What follows belongs to an exercise in optimizing a design on an open flow for small area and a short achievable clock period; a production flow would make more cautious choices.
At most, simulation tests tie the RTL to the original design; equivalence was not proved.
No activity file was given, so power comes from the tool's default toggle rates.

// decb_lane
module decb_lane (
    input  wire        clk,
    input  wire        rst,
    input  wire        in_valid,
    input  wire [5:0]  in_frame,    
    input  wire [31:0] in_word,     
    input  wire [2:0]  bk,          
    input  wire [23:0] hi_level,
    input  wire [7:0]  hi_hys,
    input  wire [23:0] hh_level,
    input  wire [7:0]  hh_hys,
    input  wire [1:0]  clr_seen,    
    output reg         out_valid,
    output reg  [31:0] out_word,    
    output wire [1:0]  thr_state,   
    output wire [7:0]  hi_cnt,
    output wire [7:0]  hh_cnt,
    output wire [1:0]  seen         
);
Size: about 2200 cells after synthesis, about 710 flip-flops, ~160 I/O pins, about 0.025 sq mm of cells after synthesis.
export LEC_CHECK = 0
export CAP_MARGIN = 20
export CORE_MARGIN = 2
export CORE_UTILIZATION = 75
export SLEW_MARGIN = 20
create_clock -name core_clock -period 48.0 [get_ports {clk}]
standard.sh (not shown) runs the stock make flow with config.mk's settings and CLKGATE_MAP_FILE= SYNTH_SCRIPT=/design/flow/synth_recipe.tcl, a recipe that flattens the netlist after the stock synthesis.
==> flow/flow/run.sh <==
#!/bin/bash
set -euo pipefail
bash standard.sh "BUFFER_PORTS_ARGS=-buffer_cell sky130_fd_sc_hd__buf_1" "CTS_ARGS=-sink_clustering_enable -repair_clock_nets -dont_use_dummy_load -buf_list sky130_fd_sc_hd__clkbuf_8 -root_buf sky130_fd_sc_hd__clkbuf_16 -sink_clustering_size 16 -sink_clustering_max_diameter 60" finish > standard_make.log 2>&1
Edit:
Settings changed: CORE_UTILIZATION 75 to 65.
The changed run completed without violations; cell count is higher by about 2.4%; worst setup slack loses 0.012 ns; hold slack gains 0.0043 ns; sequential share of layout area is lower by 0.18 points; clock power is about the same.
Edit:
==> flow/flow/run.sh (replaced) <==
#!/bin/bash
set -euo pipefail
bash standard.sh "BUFFER_PORTS_ARGS=-buffer_cell sky130_fd_sc_hd__buf_1" "CTS_ARGS=-sink_clustering_enable -repair_clock_nets -dont_use_dummy_load -buf_list sky130_fd_sc_hd__clkbuf_8 -sink_clustering_size 16 -sink_clustering_max_diameter 60" finish > standard_make.log 2>&1
Effect:
- final cell count is unchanged
- global-route usage is about the same
- synthesized cell count is unchanged
- hold slack hardly moves
- routed wire length hardly moves
- worst setup slack gets worse by 0.088 ns
- die area stays the same
- cell area hardly moves


## v26
decb_lane again, from the RTL that the note above started with.
export LEC_CHECK = 0
export CAP_MARGIN = 20
export CORE_MARGIN = 2
export CORE_UTILIZATION = 65
export GPL_ROUTABILITY_DRIVEN = 0
export GPL_TIMING_DRIVEN = 0
export SLEW_MARGIN = 20
create_clock -name core_clock -period 48.0 [get_ports {clk}]
==> flow/flow/run.sh <==
#!/bin/bash
set -euo pipefail
bash standard.sh "BUFFER_PORTS_ARGS=-buffer_cell sky130_fd_sc_hd__buf_1" "CTS_ARGS=-sink_clustering_enable -repair_clock_nets -dont_use_dummy_load -buf_list sky130_fd_sc_hd__clkbuf_8 -root_buf sky130_fd_sc_hd__clkbuf_16 -sink_clustering_size 16 -sink_clustering_max_diameter 60" finish > standard_make.log 2>&1
For v18, these inputs were changed with respect to v26:
# v26
export LEC_CHECK = 0
export CAP_MARGIN = 20
export CORE_MARGIN = 2
export CORE_UTILIZATION = 65
export GPL_ROUTABILITY_DRIVEN = 0
export GPL_TIMING_DRIVEN = 0
export SLEW_MARGIN = 20
create_clock -name core_clock -period 48.0 [get_ports {clk}]
# v18
export LEC_CHECK = 0
export CAP_MARGIN = 20
export CORE_MARGIN = 2
export CORE_UTILIZATION = 65
export SLEW_MARGIN = 20
create_clock -name core_clock -period 48.0 [get_ports {clk}]
==> flow/flow/run.sh <==
#!/bin/bash
set -euo pipefail
bash standard.sh "BUFFER_PORTS_ARGS=-buffer_cell sky130_fd_sc_hd__buf_1" "CTS_ARGS=-sink_clustering_enable -repair_clock_nets -dont_use_dummy_load -buf_list {sky130_fd_sc_hd__clkbuf_8 sky130_fd_sc_hd__clkbuf_16} -root_buf sky130_fd_sc_hd__clkbuf_16 -sink_clustering_size 16 -sink_clustering_max_diameter 60" finish > standard_make.log 2>&1
Results
Final cycle utilization of the critical path: v26 vs v18 — no meaningful difference
Area growth from synthesis to layout on v18 is up relative to v26.
Wire length of v18 falls short of that of v26 by a few percent.
Diff v26 -> v18: instance count on the critical path fell 1; highest achievable clock rate picked up an extra 0.47%; vertical die dimension stayed essentially flat.
Here is what was changed in the inputs of v46 compared with v18.
==> flow/flow/run.sh <==
#!/bin/bash
set -euo pipefail
bash standard.sh "BUFFER_PORTS_ARGS=-buffer_cell sky130_fd_sc_hd__buf_1" "CTS_ARGS=-sink_clustering_enable -repair_clock_nets -dont_use_dummy_load -buf_list sky130_fd_sc_hd__clkbuf_8 -root_buf sky130_fd_sc_hd__clkbuf_16 -tree_buf sky130_fd_sc_hd__clkbuf_16 -sink_clustering_size 16 -sink_clustering_max_diameter 60" finish > standard_make.log 2>&1
On filler cell count, the higher figure sits with v46, not v18.
v46 closes out successfully: all stages finished, all timing, DRC and antenna checks passed.
In summary, v18 completed successfully, with a layout that passed the timing, DRC and antenna checks.
v46 vs v18: power down by a few percent
Compared with v18, v46 ends up with a smaller final cell area.
Compared with v18, in v46 combinational power stayed essentially flat; final worst setup slack increased 0.017 ns; global-route wire length before repair now sits lower; post-detailed-route wirelength per cell lower.
When v46 is measured against v18, its part of the total power dissipated in combinational logic turns out 2.1 points higher.
v46 improves on v18 in wire length.
Cmp v18 and v46 / met3 usage / higher: v18
Via count of the first global-routing pass of v46 falls short of that of v18 slightly.
Input changes introduced in v32 (baseline for comparison: v46):
==> flow/flow/run.sh <==
#!/bin/bash
set -euo pipefail
bash standard.sh "BUFFER_PORTS_ARGS=-buffer_cell sky130_fd_sc_hd__buf_1" "CTS_ARGS=-sink_clustering_enable -repair_clock_nets -dont_use_dummy_load -buf_list sky130_fd_sc_hd__clkbuf_8 -root_buf sky130_fd_sc_hd__clkbuf_16 -sink_clustering_size 16 -sink_clustering_max_diameter 60" "SETUP_SLACK_MARGIN=37.4" finish > standard_make.log 2>&1
==> comparison <==
- Critical path depth: v46 vs v32 identical
- Re signed area change from the synthesized netlist to the final layout: v32 is 2.2 points up on v46.
- On v32: post-route total power is about 0.47% higher than what v46 gave.
- Between v46 and v32, non-clock buffer count increased.
- Going from v46 to v32, net load switching power grew slightly.


== purple ==
decb_lane, a different RTL version from the one above (not shown whole).
Size in the first run: ~2,300 cells after synthesis, about 710 flip-flops, about 160 I/O pins, ~26,000 sq um of cells after synthesis.
Design decb_lane, start of the top module:
module decb_lane (
    input  wire        clk,
    input  wire        rst,
    input  wire        in_valid,
    input  wire [5:0]  in_frame,    
    input  wire [31:0] in_word,     
    input  wire [2:0]  bk,          
    input  wire [23:0] hi_level,
    input  wire [7:0]  hi_hys,
    input  wire [23:0] hh_level,
    input  wire [7:0]  hh_hys,
    input  wire [1:0]  clr_seen,    
    output reg         out_valid,
    output reg  [31:0] out_word,    
    output wire [1:0]  thr_state,   
    output wire [7:0]  hi_cnt,
    output wire [7:0]  hh_cnt,
    output wire [1:0]  seen         
);
Settings: LEC_CHECK=0, CAP_MARGIN=20, CORE_MARGIN=2, CORE_UTILIZATION=40, SLEW_MARGIN=20; clock period 48.0 ns.
==> flow/flow/run.sh <==
#!/bin/bash
set -euo pipefail
bash standard.sh "BUFFER_PORTS_ARGS=-buffer_cell sky130_fd_sc_hd__buf_1" "CTS_ARGS=-sink_clustering_enable -repair_clock_nets -dont_use_dummy_load -buf_list sky130_fd_sc_hd__clkbuf_8 -sink_clustering_size 20 -sink_clustering_max_diameter 60" "SETUP_SLACK_MARGIN=37.4" finish > standard_make.log 2>&1
### purple -> red
==> flow/flow/run.sh <==
#!/bin/bash
set -euo pipefail
bash standard.sh "BUFFER_PORTS_ARGS=-buffer_cell sky130_fd_sc_hd__buf_1" "CTS_ARGS=-sink_clustering_enable -repair_clock_nets -dont_use_dummy_load -buf_list sky130_fd_sc_hd__clkbuf_8 -sink_clustering_size 20 -sink_clustering_max_diameter 60" finish > standard_make.log 2>&1
Findings:
From purple to red, initial core utilization did not move at all.
red: design area lower than purple
Maximum ir drop on the vdd rail improves in red relative to purple.
purple has lower sequential cell fraction of total power than red.
Function was not checked in any run of this note: the RTL went through the layout flow alone.


tundra:
Another version of the RTL of decb_lane (not shown whole).
Size: roughly 2300 cells after synthesis, about 700 flip-flops, ~160 I/O pins, ~0.025 mm^2 of cells after synthesis.
export LEC_CHECK = 0
export CAP_MARGIN = 20
export CORE_MARGIN = 2
export CORE_UTILIZATION = 65
export SLEW_MARGIN = 20
create_clock -name core_clock -period 48.0 [get_ports {clk}]
==> flow/flow/run.sh <==
#!/bin/bash
set -euo pipefail
bash standard.sh "BUFFER_PORTS_ARGS=-buffer_cell sky130_fd_sc_hd__buf_1" "CTS_ARGS=-sink_clustering_enable -repair_clock_nets -dont_use_dummy_load -buf_list sky130_fd_sc_hd__clkbuf_8 -sink_clustering_size 20 -sink_clustering_max_diameter 60" finish > standard_make.log 2>&1
tundra finished end to end and its layout was clean on timing, DRC and antenna.
--- input diff tundra..pepper ---
# tundra
export LEC_CHECK = 0
export CAP_MARGIN = 20
export CORE_MARGIN = 2
export CORE_UTILIZATION = 65
export SLEW_MARGIN = 20
create_clock -name core_clock -period 48.0 [get_ports {clk}]
# pepper
export LEC_CHECK = 0
export CAP_MARGIN = 20
export CORE_MARGIN = 2
export CORE_UTILIZATION = 40
export SLEW_MARGIN = 20
create_clock -name core_clock -period 48.0 [get_ports {clk}]
[summary]
Final area: tundra and pepper compared, higher one is pepper
Higher final worst hold slack among tundra and pepper: pepper
The setup slack of pepper is smaller than that of tundra.
The vertical die dimension number comes out higher for pepper vs tundra.
Cell count (pepper / tundra): 1.11
No run of this note included a check of the RTL's function; only the layout flow was run.

[separate check: timing with driven ports]
No port has a modelled driver above. Below, the same layouts with a new extraction and two added sets of constraints. Step 1: set_driving_cell puts a clkbuf_16 on clk and a buf_2 on each other input, an assumption about the parent block. Step 2 moves the port delays by t, midway between the first and last clock arrival at a register: inputs arrive t later, outputs are due t later. That takes back most of the time a late clock gives input paths. a / b / c = no drivers / after step 1 / after step 2; a / b = the first two.
run | shift t [ns] | setup slack, ns | clock arrival spread, ns
the first run of note 1 | 0.589 | 37.320 / 37.265 / 37.679 | 0.041 / 0.041
the second run of note 1 | 0.612 | 37.308 / 37.247 / 37.647 | 0.042 / 0.042
the third run of note 1 | 0.696 | 37.220 / 37.166 / 37.643 | 0.058 / 0.057
v26 | 0.606 | 37.240 / 37.184 / 37.531 | 0.053 / 0.052
v18 | 0.636 | 37.290 / 37.232 / 37.636 | 0.045 / 0.044
v46 | 0.612 | 37.308 / 37.247 / 37.647 | 0.042 / 0.042
v32 | 0.611 | 37.375 / 37.314 / 37.613 | 0.040 / 0.041
purple | 0.690 | 37.242 / 37.187 / 37.748 | 0.065 / 0.066
red | 0.690 | 36.799 / 36.745 / 37.435 | 0.057 / 0.056
tundra | 0.678 | 36.967 / 36.916 / 37.594 | 0.053 / 0.054
pepper | 0.698 | 36.897 / 36.835 / 37.532 | 0.075 / 0.075
After both steps setup and hold are still met in every run listed.
